Background: an optimization exercise with open tools, aiming at small area and a short achievable clock period. Do not read the settings as production practice. RTL that was checked went through simulation tests only; none was proved equivalent to the original. Function not checked in run 3: the RTL went through the layout flow alone.

File: flow/design.v
module lt_decode (
    input  wire [3:0]  fmt,
    input  wire [15:0] x,
    input  wire [7:0]  scale,
    output reg         is_nan,
    output reg         is_inf,
    output reg         fs,
    output reg  [11:0] v,
    output wire        nz,
    output reg  [7:0]  ef,
    output wire [7:0]  sc,
    output reg  [3:0]  tz
);
    wire is_mx = fmt[3] && (fmt[2:0] <= 3'd5);
    assign sc  = is_mx ? scale : 8'd127;
    wire scale_nan = is_mx && (scale == 8'hFF);
    wire [3:0] e43 = x[6:3];
    wire [4:0] e52 = x[6:2];
    wire [1:0] e23 = x[4:3];
    wire [2:0] e32 = x[4:2];
    wire [1:0] e21 = x[2:1];
    wire [7:0] ebf = x[14:7];
    wire [4:0] ehf = x[14:10];
    wire [7:0] i8  = x[7:0];
    reg fnan;
    always @(*) begin
        fnan   = 1'b0;
        is_inf = 1'b0;
        fs     = 1'b0;
        v      = 12'd0;
        ef     = 8'd0;
        case (fmt)
            4'd0, 4'd8: begin
                fs = x[7];
                if (e43 == 4'hF && x[2:0] == 3'h7) fnan = 1'b1;
                v  = {8'd0, (e43 != 4'd0), x[2:0]};
                ef = {4'd0, e43[3:1], e43[0] | (e43 == 4'd0)};
            end
            4'd1, 4'd9: begin
                fs = x[7];
                if (e52 == 5'h1F) begin
                    if (x[1:0] == 2'd0) is_inf = 1'b1;
                    else                fnan   = 1'b1;
                end
                v  = {9'd0, (e52 != 5'd0), x[1:0]};
                ef = {3'd0, e52[4:1], e52[0] | (e52 == 5'd0)};
            end
            4'd2, 4'd10: begin
                fs = x[5];
                v  = {8'd0, (e23 != 2'd0), x[2:0]};
                ef = {6'd0, e23[1], e23[0] | (e23 == 2'd0)};
            end
            4'd3, 4'd11: begin
                fs = x[5];
                v  = {9'd0, (e32 != 3'd0), x[1:0]};
                ef = {5'd0, e32[2:1], e32[0] | (e32 == 3'd0)};
            end
            4'd4, 4'd12: begin
                fs = x[3];
                v  = {10'd0, (e21 != 2'd0), x[0]};
                ef = {6'd0, e21[1], e21[0] | (e21 == 2'd0)};
            end
            4'd5, 4'd13: begin
                v  = {{4{i8[7]}}, i8};
            end
            4'd6: begin
                fs = x[15];
                if (ebf == 8'hFF) begin
                    if (x[6:0] == 7'd0) is_inf = 1'b1;
                    else                fnan   = 1'b1;
                end
                v  = {4'd0, (ebf != 8'd0), x[6:0]};
                ef = {ebf[7:1], ebf[0] | (ebf == 8'd0)};
            end
            4'd7: begin
                fs = x[15];
                if (ehf == 5'h1F) begin
                    if (x[9:0] == 10'd0) is_inf = 1'b1;
                    else                 fnan   = 1'b1;
                end
                v  = {1'b0, (ehf != 5'd0), x[9:0]};
                ef = {3'd0, ehf[4:1], ehf[0] | (ehf == 5'd0)};
            end
            default: fnan = 1'b1;
        endcase
        is_nan = fnan || scale_nan;
    end
    assign nz = (v != 12'd0) && !is_nan && !is_inf;
    integer k;
    always @(*) begin
        tz = 4'd0;
        for (k = 10; k >= 0; k = k - 1)
            if (v[k]) tz = k[3:0];
    end
endmodule
module lt_bias (
    input  wire [3:0]        fmt,
    output reg  signed [9:0] b
);
    always @(*) begin
        case (fmt[2:0])
            3'd0:    b = -10'sd137;    
            3'd1:    b = -10'sd144;    
            3'd2:    b = -10'sd131;    
            3'd3:    b = -10'sd132;    
            3'd4:    b = -10'sd129;    
            3'd5:    b = fmt[3] ? -10'sd133 : -10'sd127;    
            3'd6:    b = -10'sd261;    
            default: b = -10'sd152;    
        endcase
    end
endmodule
module lt_booth (
    input  wire [11:0] a,
    output reg  [5:0]  one,     
    output reg  [5:0]  two,     
    output reg  [5:0]  ng       
);
    integer k;
    reg [2:0] t;
    always @(*) begin
        for (k = 0; k < 6; k = k + 1) begin
            t = {a[2*k+1], a[2*k], (k == 0) ? 1'b0 : a[2*k-1]};
            one[k] = t[1] ^ t[0];
            two[k] = (t == 3'b100) || (t == 3'b011);
            ng[k]  = t[2];
        end
    end
endmodule
module lt_mul (
    input  wire [5:0]  one,
    input  wire [5:0]  two,
    input  wire [11:0] b,
    input  wire [5:0]  nx,       
    output wire [22:0] p
);
    reg [12:0] row [0:5];
    integer k, i;
    always @(*) begin
        for (k = 0; k < 6; k = k + 1) begin
            for (i = 0; i < 13; i = i + 1)
                row[k][i] = ((one[k] && b[(i < 12) ? i : 11]) ||
                             (two[k] && (i > 0) && b[(i > 0) ? i - 1 : 0])) ^ nx[k];
        end
    end
    wire [23:0] r0 = {11'd0, ~row[0][12], row[0][11:0]};
    wire [23:0] r1 = {9'd0,  ~row[1][12], row[1][11:0], 2'd0};
    wire [23:0] r2 = {7'd0,  ~row[2][12], row[2][11:0], 4'd0};
    wire [23:0] r3 = {5'd0,  ~row[3][12], row[3][11:0], 6'd0};
    wire [23:0] r4 = {3'd0,  ~row[4][12], row[4][11:0], 8'd0};
    wire [23:0] r5 = {1'd0,  ~row[5][12], row[5][11:0], 10'd0};
    wire [23:0] nb = {13'd0, nx[5], 1'b0, nx[4], 1'b0, nx[3], 1'b0, nx[2], 1'b0, nx[1], 1'b0, nx[0]};
    localparam [23:0] SEXT = 24'hAAB000;
    wire [23:0] sum = r0 + r1 + r2 + r3 + r4 + r5 + nb + SEXT;
    assign p = sum[22:0];
endmodule
module lt_clamp (
    input  wire [22:0] p,
    input  wire [4:0]  dc,
    input  wire        frc,
    output wire        clamp
);
    reg ge;
    integer i;
    always @(*) begin
        ge = 1'b0;
        for (i = 0; i < 22; i = i + 1)
            ge = ge | ((p[i] ^ p[22]) && (dc <= i));
    end
    assign clamp = frc || ge;
endmodule
module lt_tz (
    input  wire [11:0] v,
    output reg  [3:0]  tz
);
    integer k;
    always @(*) begin
        tz = 4'd0;
        for (k = 10; k >= 0; k = k - 1)
            if (v[k]) tz = k[3:0];
    end
endmodule
module lt_place (
    input  wire [22:0]  p,
    input  wire [7:0]   s8,
    input  wire         clamp,
    input  wire [127:0] hi,       
    output wire [127:0] t
);
    wire sg = p[22];
    wire cp = clamp && !sg;       
    wire cn = clamp && sg;        
    integer i, k, n;
    wire [3:0] r = s8[3:0];
    wire [3:0] q = s8[7:4];
    reg [37:0] f;
    always @(*) begin
        f = {{15{sg}}, p};
        for (k = 0; k < 4; k = k + 1)
            if (r[k])
                for (i = 37; i >= 0; i = i - 1)
                    f[i] = (i >= (1 << k)) ? f[(i >= (1 << k)) ? i - (1 << k) : 0] : 1'b0;
    end
    reg [9:0]   qsel;
    reg [10:0]  ext, extl;
    reg [127:0] u;
    integer m;
    always @(*) begin
        for (k = 0; k < 10; k = k + 1)
            qsel[k] = !clamp && (q == k);
        for (m = 0; m <= 10; m = m + 1) begin
            ext[m] = 1'b0;
            for (k = 0; k < m; k = k + 1)
                ext[m] = ext[m] | qsel[k];
            ext[m]  = ext[m] && sg;
            extl[m] = ext[m] || cp;
        end
        for (i = 0; i < 128; i = i + 1) begin
            m = 0;
            for (k = 0; k < 10; k = k + 1)
                if (i + 22 - 16 * k > 37) m = k + 1;
            u[i] = (i < 64) ? extl[m] : (ext[m] || (hi[i] ? cp : cn));
            for (k = 0; k < 10; k = k + 1) begin
                n = i + 22 - 16 * k;
                if (n >= 0 && n <= 37)
                    u[i] = u[i] | (qsel[k] && f[n]);
            end
        end
    end
    assign t = u;
endmodule
module lt_add128 (
    input  wire [127:0] a,
    input  wire [127:0] b,
    output wire [127:0] s
);
    localparam GS = 8;
    localparam NG = 128 / GS;
    reg [127:0] g, p, lg, lp, c;
    reg [NG-1:0] G, P, Gn, Pn;
    reg [NG:0]   cg;
    integer i, l, k;
    always @(*) begin
        p = a ^ b;
        g = a & b;
        lg = g;
        lp = p;
        for (l = 1; l < GS; l = l * 2)
            for (i = 127; i >= 0; i = i - 1)
                if (((i % GS) / l) % 2 == 1) begin
                    k = (i / GS) * GS + ((i % GS) / l) * l - 1;
                    lg[i] = lg[i] | (lp[i] & lg[k]);
                    lp[i] = lp[i] & lp[k];
                end
        for (i = 0; i < NG; i = i + 1) begin
            G[i] = lg[GS*i + GS - 1];
            P[i] = lp[GS*i + GS - 1];
        end
        for (l = 1; l < NG; l = l * 2) begin
            Gn = G; Pn = P;
            for (i = 0; i < NG; i = i + 1)
                if ((i / l) % 2 == 1) begin
                    Gn[i] = G[i] | (P[i] & G[(i / l) * l - 1]);
                    Pn[i] = P[i] & P[(i / l) * l - 1];
                end
            G = Gn; P = Pn;
        end
        cg[0] = 1'b0;
        for (i = 1; i <= NG; i = i + 1)
            cg[i] = G[i-1];
        for (i = 0; i < 128; i = i + 1)
            if (i % GS == 0)
                c[i] = cg[i / GS];
            else
                c[i] = lg[i-1] | (lp[i-1] & cg[i / GS]);
    end
    assign s = p ^ c;
endmodule
module long_acc4 (
    input  wire         clk,
    input  wire         rst,
    input  wire [1:0]   cmd,
    input  wire [8:0]   open_w,
    input  wire [5:0]   open_c,
    input  wire         open_clamp,
    input  wire         open_lost,
    input  wire [3:0]   fmt_a,
    input  wire [15:0]  a,
    input  wire [7:0]   scale_a,
    input  wire [3:0]   fmt_b,
    input  wire [63:0]  b,
    input  wire [31:0]  scale_b,
    output reg          out_valid,
    output wire [511:0] out_acc,
    output wire         out_clamp,
    output wire         out_lost
);
    localparam CMD_OPEN   = 2'd1;
    localparam CMD_UPDATE = 2'd2;
    localparam CMD_READ   = 2'd3;
    wire        ia_nan, ia_inf, ia_fs, ia_nz;
    wire [11:0] ia_v;
    wire [7:0]  ia_ef, ia_sc;
    wire [3:0]  ia_tz;
    wire [5:0]  ia_one, ia_two, ia_ng;
    lt_decode u_dec_a (
        .fmt(fmt_a), .x(a), .scale(scale_a),
        .is_nan(ia_nan), .is_inf(ia_inf), .fs(ia_fs), .v(ia_v), .nz(ia_nz),
        .ef(ia_ef), .sc(ia_sc), .tz(ia_tz)
    );
    lt_booth u_booth (.a(ia_v), .one(ia_one), .two(ia_two), .ng(ia_ng));
    reg         updD, rdD, clrD, oclD, olsD;
    reg [3:0]   faD, fbD;
    reg         anD, aiD, azD;
    reg [7:0]   aeD, asD;
    reg [3:0]   atD;
    reg [5:0]   oneD, twoD;
    reg [5:0]   nxD  [0:3];
    reg [11:0]  bvD  [0:3];
    reg [7:0]   beD  [0:3];
    reg [7:0]   bsD  [0:3];
    reg [3:0]   bnD, biD;
    reg signed [8:0] win_w;
    reg [5:0]   c_d;
    always @(posedge clk) begin
        updD <= !rst && (cmd == CMD_UPDATE);
        rdD  <= !rst && (cmd == CMD_READ);
        clrD <= rst || (cmd == CMD_OPEN);
        oclD <= !rst && open_clamp;
        olsD <= !rst && open_lost;
        faD  <= fmt_a;
        fbD  <= fmt_b;
        anD  <= ia_nan;
        aiD  <= ia_inf;
        azD  <= ia_nz;
        aeD  <= ia_ef;
        asD  <= ia_sc;
        atD  <= ia_tz;
        oneD <= ia_one;
        twoD <= ia_two;
        if (rst) begin
            win_w <= 9'sd0;
            c_d   <= 6'd0;
        end else if (cmd == CMD_OPEN) begin
            win_w <= open_w;
            c_d   <= open_c;
        end
    end
    genvar j;
    generate
        for (j = 0; j < 4; j = j + 1) begin : g_dec
            wire        ib_nan, ib_inf, ib_fs, ib_nz;
            wire [11:0] ib_v;
            wire [7:0]  ib_ef, ib_sc;
            wire [3:0]  ib_tz;
            lt_decode u_dec_b (
                .fmt(fmt_b), .x(b[16*j +: 16]), .scale(scale_b[8*j +: 8]),
                .is_nan(ib_nan), .is_inf(ib_inf), .fs(ib_fs), .v(ib_v), .nz(ib_nz),
                .ef(ib_ef), .sc(ib_sc), .tz(ib_tz)
            );
            always @(posedge clk) begin
                bvD[j] <= ib_v;
                beD[j] <= ib_ef;
                bsD[j] <= ib_sc;
                bnD[j] <= ib_nan;
                biD[j] <= ib_inf;
                nxD[j] <= ia_ng ^ {6{ia_fs ^ ib_fs}};
            end
        end
    endgenerate
    wire signed [9:0] bias_a, bias_b;
    lt_bias u_bias_a (.fmt(faD), .b(bias_a));
    lt_bias u_bias_b (.fmt(fbD), .b(bias_b));
    wire signed [11:0] sh0 = $signed({4'd0, aeD}) + $signed({4'd0, asD})
                           + bias_a + bias_b - win_w;
    wire signed [11:0] kk  = $signed({5'd0, ~c_d[5:0]}) + 12'sd64;
    wire signed [11:0] sp0 = sh0 + 12'sd22;
    wire signed [11:0] dk  = kk - sh0;
    wire signed [11:0] lt0 = -(sh0 + $signed({8'd0, atD}));
    reg         rdM, clrM, oclM, olsM;
    reg [5:0]   c_m;
    reg         fclM, flsM;
    reg [22:0]  pM   [0:3];
    reg [7:0]   sM   [0:3];
    reg [4:0]   dcM  [0:3];
    reg [3:0]   frcM;
    wire [3:0] fcl_n, fls_n;
    generate
        for (j = 0; j < 4; j = j + 1) begin : g_mul
            wire [22:0] p;
            lt_mul u_mul (
                .one(oneD), .two(twoD), .b(bvD[j]), .nx(nxD[j]), .p(p)
            );
            wire [3:0] btz;
            lt_tz u_tz (.v(bvD[j]), .tz(btz));
            wire b_nz   = (bvD[j] != 12'd0) && !bnD[j] && !biD[j];
            wire nz     = azD && b_nz;
            wire nan    = anD || bnD[j];
            wire inf    = !nan && (aiD || biD[j]);
            wire inf_nz = inf && (aiD || azD) && (biD[j] || b_nz);
            wire        [8:0]  e  = {1'b0, beD[j]} + {1'b0, bsD[j]};
            wire signed [11:0] sp = sp0 + $signed({3'd0, e});
            wire signed [11:0] d  = dk - $signed({3'd0, e});
            wire               lt = $signed({2'd0, e + {5'd0, btz}}) < lt0;
            wire [7:0] s8  = !(updD && nz) ? 8'hF0 : sp[11] ? 8'h00 : sp[7:0];
            wire [4:0] dc  = (updD && nz && !d[11] && (d < 12'sd22)) ? d[4:0] : 5'd31;
            wire       frc = updD && (inf_nz || (nz && d[11]));
            assign fcl_n[j] = updD && (nan || inf);
            assign fls_n[j] = updD && nz && lt;
            always @(posedge clk) begin
                pM[j]  <= p;
                sM[j]  <= s8;
                dcM[j]  <= dc;
                frcM[j] <= frc;
            end
        end
    endgenerate
    always @(posedge clk) begin
        rdM  <= rdD && !rst;
        clrM <= clrD;
        oclM <= oclD;
        olsM <= olsD;
        fclM <= |fcl_n;
        flsM <= |fls_n;
        if (clrD)
            c_m <= c_d;
    end
    reg [127:0] hi;
    integer i;
    always @(*) begin
        for (i = 0; i < 128; i = i + 1)
            hi[i] = (i < 64) ? 1'b1 : (i == 127) ? 1'b0 : (c_m <= 6'(126 - i));
    end
    reg [127:0] acc [0:3];
    reg         flag_clamp, flag_lost;
    wire [3:0]  clB;
    generate
        for (j = 0; j < 4; j = j + 1) begin : g_acc
            wire [127:0] t, sum;
            lt_clamp u_clamp (.p(pM[j]), .dc(dcM[j]), .frc(frcM[j]), .clamp(clB[j]));
            lt_place u_place (
                .p(pM[j]), .s8(sM[j]), .clamp(clB[j]), .hi(hi), .t(t)
            );
            lt_add128 u_add (.a(acc[j] & {128{!clrM}}), .b(t), .s(sum));
            always @(posedge clk)
                acc[j] <= sum;
            assign out_acc[128*j +: 128] = acc[j];
        end
    endgenerate
    always @(posedge clk) begin
        out_valid <= rdM && !rst;
        if (clrM) begin
            flag_clamp <= oclM;
            flag_lost  <= olsM;
        end else begin
            flag_clamp <= flag_clamp | fclM | (|clB);
            flag_lost  <= flag_lost  | flsM;
        end
    end
    assign out_clamp = flag_clamp;
    assign out_lost  = flag_lost;
endmodule
File: flow/flow/run.sh
#!/bin/bash
# The standard layout, with plain buffers (not delay buffers) on the ports and
# timing repair aimed at 19.8 ns of setup slack.
set -uo pipefail
export BUFFER_PORTS_ARGS="-buffer_cell sky130_fd_sc_hd__buf_2"
export SETUP_SLACK_MARGIN=19.8
bash standard.sh > standard.log 2>&1
File: flow/standard.sh
#!/bin/bash
# synth_recipe.tcl (not shown) runs the flow's synth.tcl, then flattens the netlist and writes it again
# the make line also repeats each setting of config.mk as NAME=value (left out here)
make -C /OpenROAD-flow-scripts/flow DESIGN_CONFIG=/design/flow/config.mk WORK_HOME=/design/flow/orfs CLKGATE_MAP_FILE= SYNTH_SCRIPT=/design/flow/synth_recipe.tcl "${@:-finish}"
File: flow/config.mk
export PLATFORM = sky130hd
export DESIGN_NAME = long_acc4
export DESIGN_NICKNAME = long_acc4
export VERILOG_FILES = /design/flow/design.v
export SDC_FILE = /design/flow/constraint.sdc
export NUM_CORES = 8
export LEC_CHECK = 0
export ABC_AREA = 1
export CAP_MARGIN = 40
export CORE_MARGIN = 2
export CORE_UTILIZATION = 40
export SLEW_MARGIN = 40
File: flow/constraint.sdc
create_clock -name core_clock -period 26.0 [get_ports {clk}]
set_input_delay 5.2000 -clock core_clock [delete_from_list [all_inputs] [get_ports {clk}]]
set_output_delay 5.2000 -clock core_clock [all_outputs]
set_load 0.01 [all_outputs]
==> results of run 1 <==
[sequential cells by signal (all words and copies together), names as in the netlist, 6 cells and up]
register and cells:
beD 32, sM 32, asD 8, bsD 32, acc 512, bvD 48
twoD 6, oneD 6, win_w 9, aeD 8, nxD 24, c_m 6
c_d 6, pM 92, dcM 20
[layout by cell type, fill, tap and decap left out, drive strengths merged, types with 18 or more instances in the layout]
cell type,count
nand2,2955
inv,2040
nor2,1209
ha,972
buf,944
a21oi,893
dfxtp,876
nand3,764
o21ai,754
xor2,739
o22ai,338
fa,253
xnor2,175
o2111ai,154
clkbuf,152
nand4,144
nor3,115
a21o,99
o221ai,78
o211ai,77
o21bai,74
mux2i,54
clkinv,51
a211oi,44
or2,41
a21boi,29
a31oi,27
clkinvlp,26
nor4,23
nand3b,22
o21a,18
[worst max-delay path by stage]
| stage | endpoint | slack, ns | cells past startpoint |
|---|---|---|---|
| 6_report | out_acc[338] | 19.41 | 1 |
| 5_1_grt | out_acc[339] | 19.40 | 1 |
| 4_1_cts | out_acc[337] | 19.39 | 1 |
| 3_5_place_dp | bnD[3] | 18.79 | 10 |
| 3_3_place_gp | nxD[1][4] | 18.81 | 11 |
| 2_1_floorplan | nxD[0][0] | 19.43 | 8 |
[per-layer routing]
| metal | share of wire | vias to the layer above | wire length (um) |
|---|---|---|---|
| met5 | 0.00014 | - | 55 |
| met4 | 0.068 | 8 | 25900 |
| met3 | 0.094 | 1041 | 35600 |
| met2 | 0.42 | 4365 | 159000 |
| met1 | 0.42 | 43100 | 159000 |
| li1 | - | 45800 | - |
[cell type report]
type | instances | area, um2 | area share
multi-input cells | 10100 | 64300 | 0.598
inverters | 2061 | 7830 | 0.0728
repair buffers | 947 | 8850 | 0.0823
diodes | 15 | 37.5 | 0.000349
repair inverters | 5 | 25.0 | 0.000233
clock buffers | 149 | 3140 | 0.0292
clock inverters | 62 | 722 | 0.00672
well taps | 3009 | 3760 | 0.0350
flip-flops and latches | 882 | 18800 | 0.175
[cells by family (layout without fill, tap and decap cells)]
family,count (synthesis),count (layout)
compound gates,2634,2634
xor+xnor,914,914
fa+ha+maj,1225,1225
buf+inv,2545,3224
flops,882,882
mux,71,71
other cells,0,15
simple gates,5280,5282
[repair_timing]
action,4_1_cts,5_1_grt
pin swaps,5,23
buffers inserted,34,73
resized for setup,1296,129
hold buffers,0,0
gates cloned,0,7
endpoints found under the setup margin,765,857
==> run notes, run 1 <==
FF-to-FF Start c_m[4]; H-tree depth 3; RSZ-0062 raised after global routing true; top post-synthesis cells by area dfxtp_1, ha_1, nand2_1, inv_1, xor2_1; Post-synth top cells nand2_1, inv_1, nor2_1; Hold Crit Class reg -> reg; layout cells sized above 1 0.143; first-pass GRT wire length 553 mm; total gr overflow 0; largest area contributor in the netlist dfxtp_1; end-of-flow core utilization 0.474; buffers added on ports 663; Syn Std Cell Area 0.0910 mm2; routed length per instance 22.0 um; Hold Path Depth 0; DR vias 94200; die area 0.231 mm2; Adder-Cell Fraction of Synth Area 0.189; crit path buf inv count 1; Post-Place Setup Slack 18.79 ns; Ports 664; Hold Path Sink olsM; Syn Inst Count 13600; status finished clean; Clock Tree Root clkbuf_16; number of global-route vias before repair 85900; slew of the pin with the lowest slew margin 0.952 ns; non-filler instance count after layout 17300; Netlist cell types 71; Initial Util 0.401; drt total wl 380 mm; period utilisation layout 0.254; post-synthesis mux area share 0.00804; Setup violations, final 0; largest stage delay on the critical path 0.42 ns; FP Rows 175; CTS buffer count 113; flop-to-flop setup slack 20.03 ns; prevailing post-synth register cell dfxtp_1; Area Overhead vs Synth 18.2%; DP Wirelength 298 mm; CTS Buffer Depth 3; residual DRC count 0; Die X 481 um; FILL cells 23300; setup tns final 0 ns; initial antenna violation count 11; R2R cell count 20; Post-synth EDFFs 6; Critical Path Start acc[2][82]; HP Start olsD; Simple-Gate Fraction of Synth Area 0.239; met2 Use GR 0.472; placed cell count 16900; Seq cells post-synth 882; post-synth net total 14900; # nets final 15500; Placeable Area 0.227 mm2; Avg Inst Size Synth 6.71 um2; M3 GR Usage 0.0663; critical path class reg -> out; CP endpoint kind output pin; Avg Vias per Cell 5.46; max-slew violations 0; worst clock skew 0.0577 ns; final worst setup slack 19.41 ns; Post-DP Area 0.0977 mm2; global route hottest layer met2; post-synthesis compound-gate area fraction 0.172; CTS tree yes; pin count of the biggest net entering global routing 157; Max Fclk 0.152 GHz; RePlAce Congestion 1.03; GRT Total Usage 0.314; Finished Cell Area 0.108 mm2; minimum hold slack 0.326 ns; Post-synth ARST share 0; crit path max-delay cell type dfxtp_4; startpoint types flip-flop; largest family of logic cells by synthesized area simple AND/OR/NAND/NOR gates; Crit Reg-Reg Endpoint acc[1][121]; die height 481 um; Initial DRT Pass Iterations 6; MaxCap Viol Count 0; CP max FO 2; Synth Area in XOR/XNOR 0.0881; Reg clk slew, reported paths 0.07 ns; initial DRC count 9364; Clk Latency, worst-skew pair 0.85 ns; share of the yosys chip area belonging to registers 0.195; YS warnings 26; most common cell in the synthesized netlist nand2_1; critical path arrival 1.39 ns; minimum clock period 6.59 ns; slew margin rel. 0.361; WP data required 20.80 ns; post-route ant nets 0; final hold viol count 0; clock sink count 882; share of the synthesized area in the top cell type 0.193; crit path cell chain buf_6; kind of cell adding the most delay to the critical path flip-flops; M1 GR Usage 0.414
==> run 2, diff against run 1 <==
==> flow/flow/run.sh (replaced) <==
#!/bin/bash
# The standard layout, with plain buffers (not delay buffers) on the ports.
set -uo pipefail
export BUFFER_PORTS_ARGS="-buffer_cell sky130_fd_sc_hd__buf_1"
bash standard.sh > standard.log 2>&1
==> run 2 against run 1 <==
  * Still clean
  * Wire length decreased by 1.8%
  * Maximum frequency decreased by 5.0%
  * Synthesized cell count unchanged
  * First-iteration DRC count increased by 5.2%
  * Largest cell class unchanged
==> run notes, run 2 <==
Hold Path Depth 0; initial DRC count 9854; layout cells sized above 1 0.0451; RePlAce Congestion 1.04; status finished clean; global route hottest layer met2; drt total wl 373 mm; CP endpoint kind flip-flop; post-CTS resize count 0; residual DRC count 0; share of the yosys chip area belonging to registers 0.195; max-slew violations 0; Multi-input gate area 0.0637 mm2; startpoint types flip-flop; slew margin rel. 0.383; Clock Tree Root clkbuf_16; M1 GR Usage 0.414; worst clock skew 0.0416 ns; minimum clock period 6.94 ns; Max Fclk 0.144 GHz; RSZ-0062 raised after global routing false; Synth Area in XOR/XNOR 0.0881; Adder-Cell Fraction of Synth Area 0.189; die area 0.231 mm2; post-synthesis compound-gate area fraction 0.172; R2R cell count 27; CP max FO 8; YS warnings 26; Avg Inst Size Synth 6.71 um2; FP Rows 175; CTS buffer count 112; Reg clk slew, reported paths 0.06 ns; Placeable Area 0.227 mm2; Die X 481 um; number of global-route vias before repair 84700; post-synth net total 14900; setup tns final 0 ns; Hold Crit Class reg -> reg; largest reg by FF count acc; Syn Inst Count 13600; Netlist cell types 71; # nets final 15400; Clk Latency, worst-skew pair 0.82 ns; period utilisation layout 0.267; met2 Use GR 0.463; routed length per instance 21.8 um; most used cell, CP nand2_1; crit path buf inv count 3; critical path class reg -> reg; CTS Buffer Depth 3; final hold viol count 0; Post-synth ARST share 0; Avg Vias per Cell 5.45; commonest non-fill, non-tap cells in the layout nand2_1, inv_1, nor2_1, ha_1, a21oi_1; FILL cells 24100; MaxCap Viol Count 0; clock sink count 882; largest family of logic cells by synthesized area simple AND/OR/NAND/NOR gates; die height 481 um; WP data required 26.64 ns; Post-synth top cells nand2_1, inv_1, nor2_1; Setup violations, final 0; Post-synth EDFFs 6; pin count of the biggest net entering global routing 155; Area Overhead vs Synth 10.8%; post-CTS setup buffers 0; largest registers acc (512), pM (92), bvD (48); crit path max-delay cell type xor2_1; critical path arrival 7.58 ns; Seq cells post-synth 882; largest stage delay on the critical path 0.73 ns; prevailing post-synth register cell dfxtp_1; hold_buf cts 0; most common cell after layout, fill and taps aside nand2_1; DP Wirelength 295 mm; most common cell in the synthesized netlist nand2_1; H-tree depth 3; Ports 664; slew of the pin with the lowest slew margin 0.919 ns; Syn Std Cell Area 0.0910 mm2; largest area contributor in the netlist dfxtp_1; Initial DRT Pass Iterations 8; Simple-Gate Fraction of Synth Area 0.239; WP depth 27; post-synthesis mux area share 0.00804; Initial Util 0.401; CTS tree yes; initial antenna violation count 13; top post-synthesis cells by area dfxtp_1, ha_1, nand2_1, inv_1, xor2_1; first-pass GRT wire length 543 mm; max reg flops 512; total gr overflow 0; buffers added on ports 663; kind of cell adding the most delay to the critical path adder cells; DR vias 93400; post-route ant nets 0; share of the synthesized area in the top cell type 0.193; M3 GR Usage 0.0597; register area 0.0177 mm2; GRT Total Usage 0.309
## run 2: cell count changes in the layout (fill, tap and decap cells not counted), moves of 18 or more
cell	delta
buf_1	+662
dfxtp_1	+524
buf_6	-518
dfxtp_2	-361
dfxtp_4	-163
buf_2	-147
buf_4	-89
inv_1	+24
nor2_1	+21
o21ai_1	-20
nand2_1	+19
clkinv_2	-18
nand2_2	-18
## run 2: kinds of logic after synthesis
kind of cell | after synthesis
XOR/XNOR | 914
AND/OR/NAND/NOR | 5280
multiplexers | 71
AO/OA/AOI/OAI | 2634
flip-flops | 882
buffers and inverters | 2545
adder cells (fa/ha/maj) | 1225
## run 2: metal layers
metal / vias up / wire, um
li1: 45500 / -
met1: 42700 / 159000
met2: 4310 / 155000
met3: 883 / 34600
met4: 8 / 24200
met5: - / 55
## run 2: area by class of cell
cell class	instances	share of cell area
inverter	2061	0.0767
clock inverter	66	0.00905
clock buffer	147	0.0310
antenna	9	0.000223
sequential	882	0.176
tap	3009	0.0373
multi-input combinational	10100	0.632
timing repair buffer	840	0.0383
## run 2: final timing paths
kind / start / to / slack (ns)
worst min-delay path: olsD / olsM / 0.33
worst max-delay path: faD[1] / dcM[1][4] / 19.06
worst min register to register: olsD / olsM / 0.33
worst max register to register: faD[1] / dcM[1][4] / 19.06
## run 2: per-stage QoR
step,instance area (um2),util,setup slack (ns),instances,hold slack (ns)
after detailed placement,96700,0.426,18.33,16900,0.315
after global routing,101000,0.444,18.61,17100,0.332
after CTS,101000,0.444,18.94,17100,0.329
final,101000,0.445,19.06,17100,0.327
after global placement,96500,0.426,18.36,16900,0.311
after floorplan,91000,-,19.13,13600,0.310
==> run 3, diff against run 2 <==
--- a/flow/design.v
+++ b/flow/design.v
@@ -184,11 +184,11 @@
     input  wire [22:0]  p,
     input  wire [7:0]   s8,
-    input  wire         clamp,
+    input  wire         cp,       
+    input  wire         cn,       
     input  wire [127:0] hi,       
     output wire [127:0] t
 );
-    wire sg = p[22];
-    wire cp = clamp && !sg;       
-    wire cn = clamp && sg;        
+    wire sg    = p[22];
+    wire clamp = cp || cn;
     integer i, k, n;
     wire [3:0] r = s8[3:0];
@@ -312,5 +312,5 @@
     reg         updD, rdD, clrD, oclD, olsD;
     reg [3:0]   faD, fbD;
-    reg         anD, aiD, azD;
+    reg         anD, aiD;
     reg [7:0]   aeD, asD;
     reg [3:0]   atD;
@@ -333,5 +333,4 @@
         anD  <= ia_nan;
         aiD  <= ia_inf;
-        azD  <= ia_nz;
         aeD  <= ia_ef;
         asD  <= ia_sc;
@@ -369,4 +368,5 @@
         end
     endgenerate
+    wire azD = !anD && !aiD && ((|oneD) || (|twoD));
     wire signed [9:0] bias_a, bias_b;
     lt_bias u_bias_a (.fmt(faD), .b(bias_a));
@@ -383,6 +383,5 @@
     reg [22:0]  pM   [0:3];
     reg [7:0]   sM   [0:3];
-    reg [4:0]   dcM  [0:3];
-    reg [3:0]   frcM;
+    reg [3:0]   cpM, cnM;
     wire [3:0] fcl_n, fls_n;
     generate
@@ -406,4 +405,6 @@
             wire [4:0] dc  = (updD && nz && !d[11] && (d < 12'sd22)) ? d[4:0] : 5'd31;
             wire       frc = updD && (inf_nz || (nz && d[11]));
+            wire       cl;
+            lt_clamp u_clamp (.p(p), .dc(dc), .frc(frc), .clamp(cl));
             assign fcl_n[j] = updD && (nan || inf);
             assign fls_n[j] = updD && nz && lt;
@@ -411,6 +412,6 @@
                 pM[j]  <= p;
                 sM[j]  <= s8;
-                dcM[j]  <= dc;
-                frcM[j] <= frc;
+                cpM[j]  <= cl && !p[22];
+                cnM[j]  <= cl && p[22];
             end
         end
@@ -434,11 +435,9 @@
     reg [127:0] acc [0:3];
     reg         flag_clamp, flag_lost;
-    wire [3:0]  clB;
     generate
         for (j = 0; j < 4; j = j + 1) begin : g_acc
             wire [127:0] t, sum;
-            lt_clamp u_clamp (.p(pM[j]), .dc(dcM[j]), .frc(frcM[j]), .clamp(clB[j]));
             lt_place u_place (
-                .p(pM[j]), .s8(sM[j]), .clamp(clB[j]), .hi(hi), .t(t)
+                .p(pM[j]), .s8(sM[j]), .cp(cpM[j]), .cn(cnM[j]), .hi(hi), .t(t)
             );
             lt_add128 u_add (.a(acc[j] & {128{!clrM}}), .b(t), .s(sum));
@@ -454,5 +453,5 @@
             flag_lost  <= olsM;
         end else begin
-            flag_clamp <= flag_clamp | fclM | (|clB);
+            flag_clamp <= flag_clamp | fclM | (|cpM) | (|cnM);
             flag_lost  <= flag_lost  | flsM;
         end
==> flow/flow/run.sh (replaced) <==
#!/bin/bash
# The standard layout, with plain buffers (not delay buffers) on the ports.
set -uo pipefail
export BUFFER_PORTS_ARGS="-buffer_cell sky130_fd_sc_hd__buf_2"
bash standard.sh > standard.log 2>&1
==> run 3 against run 2 <==
  * Global-route usage is 0.078 points lower
  * Maximum frequency shrank 7.9%
  * Synthesized area shrank 1.2%
  * Critical endpoint is now cpM[0]
==> run notes, run 3 <==
Post-synth top cells nand2_1, inv_1, nor2_1; die area 0.229 mm2; Avg Vias per Cell 5.48; FF-to-FF Start fbD[1]; top post-synthesis cells by area dfxtp_1, ha_1, nand2_1, inv_1, nor2_1; most common cell after layout, fill and taps aside nand2_1; largest reg by FF count acc; Hold Path Depth 0; slew margin rel. 0.373; commonest non-fill, non-tap cells in the layout nand2_1, inv_1, nor2_1, ha_1, dfxtp_1; FP Rows 174; HP Start olsD; drt total wl 368 mm; DP Wirelength 292 mm; final hold viol count 0; post-CTS setup buffers 0; pin count of the biggest net entering global routing 58; Finished Cell Area 0.101 mm2; Initial Util 0.401; kind of cell adding the most delay to the critical path simple AND/OR/NAND/NOR gates; layout cells sized above 1 0.0930; initial antenna violation count 5; die height 478 um; Hold Path Sink olsM; largest registers acc (512), pM (92), bvD (48); largest stage delay on the critical path 0.62 ns; MaxCap Viol Count 0; Max Fclk 0.133 GHz; Die X 478 um; Crit Reg-Reg Endpoint cpM[0]; DR top layer met5; RePlAce Congestion 1.02; largest area contributor in the netlist dfxtp_1; minimum clock period 7.53 ns; crit path max-delay cell type xor2_1; Clk Latency, worst-skew pair 0.82 ns; first-pass GRT wire length 540 mm; Seq cells post-synth 865; Clock Tree Root clkbuf_16; startpoint types flip-flop; hold_buf cts 0; most common cell in the synthesized netlist nand2_1; CTS tree yes; Netlist cell types 75; Post-synth EDFFs 6; slew of the pin with the lowest slew margin 0.934 ns; Setup violations, final 0; share of the synthesized area in the top cell type 0.191; # nets final 15300; Avg Inst Size Synth 6.70 um2; Area Overhead vs Synth 12.2%; minimum hold slack 0.327 ns; status finished clean; Reg clk slew, reported paths 0.06 ns; Syn Std Cell Area 0.0899 mm2; CP max FO 7; number of global-route vias before repair 84800; post-route ant nets 0; prevailing post-synth register cell dfxtp_1; Metal-1 WL 158 mm; Critical Path Start fbD[1]; H-tree depth 3; Initial DRT Pass Iterations 7; buffers added on ports 663; Placeable Area 0.224 mm2; post-CTS resize count 0; Hold Crit Class reg -> reg; RSZ-0062 raised after global routing false; routed length per instance 21.6 um; DR vias 93400; flop-to-flop setup slack 18.47 ns; critical path arrival 8.20 ns; Post-synth ARST share 0; crit path buf inv count 6; max reg flops 512; post-synth net total 14800; setup tns final 0 ns; CTS Buffer Depth 3; critical path class reg -> reg; GRT Total Usage 0.308; clock sink count 865; CP endpoint kind flip-flop; share of the yosys chip area belonging to registers 0.193; Post-DP Area 0.0970 mm2; max-slew violations 0; total gr overflow 0; residual DRC count 0; worst clock skew 0.0788 ns; WP data required 26.66 ns; R2R cell count 39; Syn Inst Count 13400; CTS buffer count 109; YS warnings 24; met2 routed WL 151 mm; initial DRC count 10300; Ports 664; period utilisation layout 0.290; Met3 Routed Length 34.0 mm
## run 3: cell count changes in the layout (fill, tap and decap cells not counted), sizes merged, moves of 66 or more
cell,before,now
nor2,1207,1565
nand2,2955,2609
o21ai,754,573
o221ai,78,228
a21oi,893,771
inv,2060,2181
nand3,764,651
xor2,739,632
nor3,115,200
a221oi,17,87
a211oi,44,111
a21o,99,33
## run 3: logic make-up after synthesis
group                    after synthesis  share of synthesized area
multiplexers                          28                    0.00335
AO/OA/AOI/OAI                       2591                      0.182
buffers and inverters               2665                      0.112
flip-flops                           865                      0.193
adder cells (fa/ha/maj)             1221                      0.191
AND/OR/NAND/NOR                     5223                      0.238
XOR/XNOR                             824                     0.0804
## run 3: worst max-delay path by stage
stage,end,slack [ns],cells past startpoint
2_1_floorplan,nxD[3][0],19.20,11
3_3_place_gp,nxD[0][5],18.43,12
3_5_place_dp,nxD[0][0],18.36,12
4_1_cts,cnM[1],18.39,34
5_1_grt,cnM[1],17.87,36
6_report,cpM[0],18.47,39
## run 3: through the flow
step           utilization  setup WS, ns  instances
2_1_floorplan            -         19.20      13400
3_3_place_gp         0.432         18.43      16800
3_5_place_dp         0.433         18.36      16800
4_1_cts              0.450         18.39      17000
5_1_grt              0.450         17.87      17000
6_report             0.450         18.47      17000
## run 3: final cells by class
type | instances | area (um2)
antenna | 2 | 5.00
timing repair buffer | 879 | 4960
clock buffer | 148 | 3150
clock inverter | 55 | 637
tap | 2992 | 3740
multi-input combinational | 9887 | 62700
fill | 23500 | 123000
sequential | 865 | 17400
inverter | 2212 | 8310
## run 3: per-layer routing
layer  vias up  global-route usage
met2      4454               0.458
met4         2               0.167
li1      45300                   -
met5         -                   0
met1     42600               0.417
met3       949              0.0617
==> run 4, diff against run 3 <==
--- a/flow/design.v
+++ b/flow/design.v
@@ -184,11 +184,11 @@
     input  wire [22:0]  p,
     input  wire [7:0]   s8,
-    input  wire         cp,       
-    input  wire         cn,       
+    input  wire         clamp,
     input  wire [127:0] hi,       
     output wire [127:0] t
 );
-    wire sg    = p[22];
-    wire clamp = cp || cn;
+    wire sg = p[22];
+    wire cp = clamp && !sg;       
+    wire cn = clamp && sg;        
     integer i, k, n;
     wire [3:0] r = s8[3:0];
@@ -230,12 +230,14 @@
     assign t = u;
 endmodule
-module lt_add128 (
-    input  wire [127:0] a,
-    input  wire [127:0] b,
-    output wire [127:0] s
+module lt_add64 (
+    input  wire [63:0] a,
+    input  wire [63:0] b,
+    input  wire        ci,
+    output wire [63:0] s,
+    output wire        co
 );
     localparam GS = 8;
-    localparam NG = 128 / GS;
-    reg [127:0] g, p, lg, lp, c;
+    localparam NG = 64 / GS;
+    reg [63:0]   g, p, lg, lp, c;
     reg [NG-1:0] G, P, Gn, Pn;
     reg [NG:0]   cg;
@@ -247,5 +249,5 @@
         lp = p;
         for (l = 1; l < GS; l = l * 2)
-            for (i = 127; i >= 0; i = i - 1)
+            for (i = 63; i >= 0; i = i - 1)
                 if (((i % GS) / l) % 2 == 1) begin
                     k = (i / GS) * GS + ((i % GS) / l) * l - 1;
@@ -257,4 +259,5 @@
             P[i] = lp[GS*i + GS - 1];
         end
+        G[0] = G[0] | (P[0] & ci);
         for (l = 1; l < NG; l = l * 2) begin
             Gn = G; Pn = P;
@@ -266,8 +269,8 @@
             G = Gn; P = Pn;
         end
-        cg[0] = 1'b0;
+        cg[0] = ci;
         for (i = 1; i <= NG; i = i + 1)
             cg[i] = G[i-1];
-        for (i = 0; i < 128; i = i + 1)
+        for (i = 0; i < 64; i = i + 1)
             if (i % GS == 0)
                 c[i] = cg[i / GS];
@@ -275,5 +278,6 @@
                 c[i] = lg[i-1] | (lp[i-1] & cg[i / GS]);
     end
-    assign s = p ^ c;
+    assign s  = p ^ c;
+    assign co = cg[NG];
 endmodule
 module long_acc4 (
@@ -312,9 +316,9 @@
     reg         updD, rdD, clrD, oclD, olsD;
     reg [3:0]   faD, fbD;
-    reg         anD, aiD;
+    reg         anD, aiD, azD;
     reg [7:0]   aeD, asD;
     reg [3:0]   atD;
-    reg [5:0]   oneD, twoD;
-    reg [5:0]   nxD  [0:3];
+    reg [5:0]   oneD, twoD, ngD;
+    reg [3:0]   negD;
     reg [11:0]  bvD  [0:3];
     reg [7:0]   beD  [0:3];
@@ -333,8 +337,10 @@
         anD  <= ia_nan;
         aiD  <= ia_inf;
+        azD  <= ia_nz;
         aeD  <= ia_ef;
         asD  <= ia_sc;
         atD  <= ia_tz;
         oneD <= ia_one;
+        ngD  <= ia_ng;
         twoD <= ia_two;
         if (rst) begin
@@ -364,9 +370,8 @@
                 bnD[j] <= ib_nan;
                 biD[j] <= ib_inf;
-                nxD[j] <= ia_ng ^ {6{ia_fs ^ ib_fs}};
+                negD[j] <= ia_fs ^ ib_fs;
             end
         end
     endgenerate
-    wire azD = !anD && !aiD && ((|oneD) || (|twoD));
     wire signed [9:0] bias_a, bias_b;
     lt_bias u_bias_a (.fmt(faD), .b(bias_a));
@@ -383,5 +388,6 @@
     reg [22:0]  pM   [0:3];
     reg [7:0]   sM   [0:3];
-    reg [3:0]   cpM, cnM;
+    reg [4:0]   dcM  [0:3];
+    reg [3:0]   frcM;
     wire [3:0] fcl_n, fls_n;
     generate
@@ -389,5 +395,5 @@
             wire [22:0] p;
             lt_mul u_mul (
-                .one(oneD), .two(twoD), .b(bvD[j]), .nx(nxD[j]), .p(p)
+                .one(oneD), .two(twoD), .b(bvD[j]), .nx(ngD ^ {6{negD[j]}}), .p(p)
             );
             wire [3:0] btz;
@@ -405,6 +411,4 @@
             wire [4:0] dc  = (updD && nz && !d[11] && (d < 12'sd22)) ? d[4:0] : 5'd31;
             wire       frc = updD && (inf_nz || (nz && d[11]));
-            wire       cl;
-            lt_clamp u_clamp (.p(p), .dc(dc), .frc(frc), .clamp(cl));
             assign fcl_n[j] = updD && (nan || inf);
             assign fls_n[j] = updD && nz && lt;
@@ -412,6 +416,6 @@
                 pM[j]  <= p;
                 sM[j]  <= s8;
-                cpM[j]  <= cl && !p[22];
-                cnM[j]  <= cl && p[22];
+                dcM[j]  <= dc;
+                frcM[j] <= frc;
             end
         end
@@ -435,13 +439,21 @@
     reg [127:0] acc [0:3];
     reg         flag_clamp, flag_lost;
+    wire [3:0]  clB;
     generate
         for (j = 0; j < 4; j = j + 1) begin : g_acc
             wire [127:0] t, sum;
+            lt_clamp u_clamp (.p(pM[j]), .dc(dcM[j]), .frc(frcM[j]), .clamp(clB[j]));
             lt_place u_place (
-                .p(pM[j]), .s8(sM[j]), .cp(cpM[j]), .cn(cnM[j]), .hi(hi), .t(t)
+                .p(pM[j]), .s8(sM[j]), .clamp(clB[j]), .hi(hi), .t(t)
             );
-            lt_add128 u_add (.a(acc[j] & {128{!clrM}}), .b(t), .s(sum));
-            always @(posedge clk)
+            wire [127:0] ag = acc[j] & {128{!clrM}};
+            wire         co;
+            reg          pc;
+            lt_add64 u_lo (.a(ag[63:0]), .b(t[63:0]), .ci(1'b0), .s(sum[63:0]), .co(co));
+            lt_add64 u_hi (.a(ag[127:64]), .b(t[127:64]), .ci(pc && !clrM), .s(sum[127:64]), .co());
+            always @(posedge clk) begin
                 acc[j] <= sum;
+                pc     <= co && !clrM;
+            end
             assign out_acc[128*j +: 128] = acc[j];
         end
@@ -453,5 +465,5 @@
             flag_lost  <= olsM;
         end else begin
-            flag_clamp <= flag_clamp | fclM | (|cpM) | (|cnM);
+            flag_clamp <= flag_clamp | fclM | (|clB);
             flag_lost  <= flag_lost  | flsM;
         end
==> flow/flow/run.sh (replaced) <==
#!/bin/bash
# The standard layout, with plain buffers (not delay buffers) on the ports and
# timing repair aimed at 19.6 ns of setup slack.
set -uo pipefail
export BUFFER_PORTS_ARGS="-buffer_cell sky130_fd_sc_hd__buf_2"
export SETUP_SLACK_MARGIN=19.6
bash standard.sh > standard.log 2>&1
--- a/flow/config.mk
+++ b/flow/config.mk
@@ -9,4 +9,6 @@
 export CAP_MARGIN = 40
 export CORE_MARGIN = 2
-export CORE_UTILIZATION = 40
+export CORE_UTILIZATION = 65
+export CTS_CLUSTER_DIAMETER = 250
+export CTS_CLUSTER_SIZE = 100
 export SLEW_MARGIN = 40
==> run 4 against run 3 <==
  * The flow now stops in global routing (5_1_grt)
  * Synthesized area shrank 0.16%
  * Synthesized cell count hardly changed
==> run notes, run 4 <==
status stopped before the end; Halt Stage global routing (5_1_grt); Run Error [ERROR GRT-0232] Routing congestion too high. Check the congestion heatmap in the GUI.; Die X 376 um; prevailing post-synth register cell dfxtp_1; Post-synth ARST share 0; Netlist cell types 66; Seq cells post-synth 872; share of the synthesized area in the top cell type 0.193; RePlAce Congestion 1.12; Initial Util 0.654; Post-synth EDFFs 6; Avg Inst Size Synth 6.69 um2; die height 376 um; H-tree depth 1; Syn Std Cell Area 0.0898 mm2; total gr overflow 6; worst_ep grt out_acc[85]; hold_buf cts 0; YS warnings 24; buffers added on ports 663; CTS buffer count 13; GRT Total Usage 0.630; clock sink count 872; Ports 664; DP Wirelength 288 mm; top post-synthesis cells by area dfxtp_1, ha_1, nand2_1, inv_1, xor2_1; pin count of the biggest net entering global routing 172; FP Rows 136; CTS Buffer Depth 3; largest area contributor in the netlist dfxtp_1; Post-synth top cells nand2_1, inv_1, nor2_1; worst endpoint type top-level output; most common cell in the synthesized netlist nand2_1; Clock Tree Root clkbuf_16; share of the yosys chip area belonging to registers 0.195; post-synth net total 14800; Syn Inst Count 13400
run 4: changes by cell type after synthesis, sizes merged, moves of 49 or more:
cell     previous run  this run
a211oi            111        44
a221oi             87        19
buf                60       179
clkbuf            393       291
inv              2172      2020
nand2            2609      2985
nor2             1565      1303
nor3              200       151
o2111ai           101       152
o21ai             573       764
o221ai            228        59
run 4: logic make-up after synthesis:
kind of cell	synth area share
simple gates	0.240
fa+ha+maj	0.195
flops	0.195
mux	0.00541
xor+xnor	0.0833
buf+inv	0.108
compound gates	0.173
run 4: worst min path at each step:
stage / from / end / slack (ns) / cells after the start
detailed placement: oclD / oclM / 0.31 / 0
global placement: oclD / oclM / 0.31 / 0
floorplan: oclD / oclM / 0.31 / 0
CTS: oclD / oclM / 0.36 / 0
run 4: repair_timing:
action | in CTS
setup buffers | 51
pin swaps | 1
gates resized for setup | 1192
endpoints found under the setup margin | 612
run 4: routing by layer:
layer,GRT overflow,GRT usage
met1,0,0.669
met3,0,0.400
met5,0,0.198
met2,3,0.830
met4,3,0.568
run 4: through the flow:
stage                     std cells  hold WS (ns)  setup slack (ns)  area (um2)
after detailed placement      15600         0.314             18.78       94800
after floorplan               13400         0.310             19.39       89900
after CTS                     15600         0.360             19.39       99700
after global placement        15600         0.312             18.72       94600
==> run 5, diff against run 4 <==
==> flow/flow/run.sh (replaced) <==
#!/bin/bash
# The standard layout, with plain buffers (not delay buffers) on the ports and
# timing repair aimed at 19.3 ns of setup slack.
set -uo pipefail
export BUFFER_PORTS_ARGS="-buffer_cell sky130_fd_sc_hd__buf_2"
export SETUP_SLACK_MARGIN=19.3
bash standard.sh > standard.log 2>&1
--- a/flow/config.mk
+++ b/flow/config.mk
@@ -6,9 +6,6 @@
 export NUM_CORES = 8
 export LEC_CHECK = 0
-export ABC_AREA = 1
 export CAP_MARGIN = 40
 export CORE_MARGIN = 2
-export CORE_UTILIZATION = 65
-export CTS_CLUSTER_DIAMETER = 250
-export CTS_CLUSTER_SIZE = 100
+export CORE_UTILIZATION = 40
 export SLEW_MARGIN = 40
==> run 5 against run 4 <==
  * Now clean on timing, DRC and antenna
  * Synthesized area is 4.0% lower
  * Synthesized cell count is 23% lower
==> run notes, run 5 <==
status finished clean; Syn Inst Count 10400; Seq cells post-synth 872; layout cells sized above 1 0.140; total gr overflow 0; largest reg by FF count acc; top post-synthesis cells by area dfxtp_1, ha_1, xnor2_1, fa_1, nor2b_1; Clk Latency, worst-skew pair 0.82 ns; clock sink count 872; final hold viol count 0; CTS buffer count 108; MaxCap Viol Count 0; Initial Util 0.402; Area Overhead vs Synth 13.4%; post-route ant nets 0; CTS tree yes; residual DRC count 0; Post-synth top cells ha_1, dfxtp_1, a21oi_1; drt total wl 357 mm; Avg Inst Size Synth 8.29 um2; period utilisation layout 0.257; pin count of the biggest net entering global routing 150; crit path max-delay cell type dfxtp_1; largest stage delay on the critical path 0.48 ns; slew margin rel. 0.334; Post-DP Area 0.0927 mm2; most common cell in the synthesized netlist ha_1; worst clock skew 0.0831 ns; DP Wirelength 276 mm; minimum clock period 6.69 ns; RSZ-0062 raised after global routing true; max-slew violations 0; routed length per instance 26.0 um; DR vias 83000; GRT Total Usage 0.310; WP data required 20.80 ns; critical path arrival 1.49 ns; CTS Buffer Depth 3; first-pass GRT wire length 514 mm; number of global-route vias before repair 78400; Reg clk slew, reported paths 0.06 ns; Syn Std Cell Area 0.0862 mm2; Clock Tree Root clkbuf_16; die height 468 um; commonest non-fill, non-tap cells in the layout ha_1, dfxtp_1, a21oi_1, xnor2_1, buf_2; kind of cell adding the most delay to the critical path flip-flops; prevailing post-synth register cell dfxtp_1; # nets final 12200; Setup violations, final 0; Die X 468 um; startpoint types flip-flop; die area 0.219 mm2; CP max FO 2; post-synth net total 11800; hold_buf cts 0; Hold Crit Class reg -> reg; crit path buf inv count 1; CP endpoint kind output pin; Max Fclk 0.150 GHz; buffers added on ports 663; crit path cell chain buf_2; slew of the pin with the lowest slew margin 0.998 ns; Finished Cell Area 0.0977 mm2; Avg Vias per Cell 6.04; H-tree depth 3; initial DRC count 9447; setup tns final 0 ns; most common cell after layout, fill and taps aside ha_1; initial antenna violation count 16; Post-synth EDFFs 6; Post-synth ARST share 0; FILL cells 21100; share of the synthesized area in the top cell type 0.201; YS warnings 24; RePlAce Congestion 1.04; max reg flops 512; Placeable Area 0.214 mm2; largest area contributor in the netlist dfxtp_1; share of the yosys chip area belonging to registers 0.203; FP Rows 170; Netlist cell types 109; largest registers acc (512), pM (92), bvD (48); Ports 664; Initial DRT Pass Iterations 9; critical path class reg -> out
==> run 5: cell types whose count changed after synthesis, moves of 147 or more <==
cell      before  now
nand2_1     2973  618
inv_1       1991  431
nor2b_1        0  637
nor2_1      1279  667
xnor2_1      227  763
nand3_1      617  125
a22oi_1        4  347
o22ai_1      338   93
xor2_1       625  385
clkbuf_1     291  506
a21o_1        62  276
o21ai_0      686  510
nand2b_1       2  149
==> run 5: repair_timing <==
item	CTS	global route
setup endpoints to repair	308	234
endpoints found under the hold margin	0	0
resized for setup	94	97
pin swaps	6	19
setup buffers	10	33
cloned	4	4
==> run 5: kinds of logic (layout without fill, tap and decap cells) <==
logic type | after synthesis | in the layout | share of synthesized area
other | 0 | 4 | 0
muxes | 237 | 237 | 0.0315
DFF | 872 | 872 | 0.203
adders and majority gates | 1240 | 1240 | 0.203
AOI/OAI and AO/OA | 3052 | 3054 | 0.234
and+or+nand+nor | 2800 | 2803 | 0.164
xor gates and xnor gates | 1150 | 1150 | 0.117
buffers and inverters | 1046 | 1557 | 0.0467
==> run 5: worst paths after layout <==
| kind | start | to | slack, ns | cells after the start |
|---|---|---|---|---|
| setup / recovery | acc[2][65] | out_acc[321] | 19.31 | 1 |
| hold / removal | olsD | olsM | 0.33 | 0 |
| setup reg to reg | faD[2] | sM[2][7] | 19.49 | 21 |
| hold reg to reg | olsD | olsM | 0.33 | 0 |
==> run 5: metal layers <==
| metal | global-route usage | vias up | wire, um |
|---|---|---|---|
| met4 | 0.160 | 10 | 20900 |
| met5 | 0 | - | 77 |
| met3 | 0.0664 | 852 | 34400 |
| met2 | 0.472 | 4176 | 152000 |
| li1 | - | 38200 | - |
| met1 | 0.411 | 39800 | 150000 |
==> run 5: final cells by class <==
class | count | area, um2 | share of cell area
multi-input combinational | 8484 | 65700 | 0.672
sequential | 872 | 17600 | 0.180
timing repair buffer | 918 | 5460 | 0.0559
tap | 2838 | 3550 | 0.0363
clock buffer | 151 | 3100 | 0.0317
inverter | 438 | 1650 | 0.0169
clock inverter | 50 | 697 | 0.00713
antenna | 4 | 10.0 | 0.000102
==> run 5: stage by stage <==
step / std cells / util / hold WS, ns / worst slack, ns
2_1_floorplan: 10400 / - / 0.310 / 19.31
3_3_place_gp: 13500 / 0.431 / 0.312 / 18.22
3_5_place_dp: 13500 / 0.432 / 0.315 / 18.21
4_1_cts: 13700 / 0.452 / 0.328 / 19.28
5_1_grt: 13800 / 0.456 / 0.346 / 19.26
6_report: 13800 / 0.456 / 0.326 / 19.31

-- separate check: timing with driven ports --
How much do the figures lean on ideal ports? The routed layouts below were timed once more, with nothing changed but the port constraints. Step 1 sets driving cells, clkbuf_16 on the clock port and buf_2 on the other inputs (assumed; they add their load-dependent delay and slew). Step 2 adds t to the input delays and takes it off the output delays; t is the mean of the earliest and latest rising clock arrival at the registers after step 1. Input paths then give back, and output paths get back, about the clock's delay inside the block. a / b / c = ideal ports / drivers / drivers and shift; a / b = the first two.
run | shift t [ns] | slack for setup (ns) | worst setup path at the end
run 1 | 0.918 | 19.405 / 19.303 / 19.035 | input to register
run 2 | 0.897 | 19.060 / 18.961 / 18.259 | input to register
run 3 | 0.885 | 18.466 / 18.466 / 18.391 | input to register
run 5 | 0.874 | 19.315 / 19.218 / 18.631 | input to register
After both steps setup and hold are still met in every run listed. The setup slack of run 2, which loses most, moves by -0.099 ns with the drivers and by -0.801 ns with both steps.
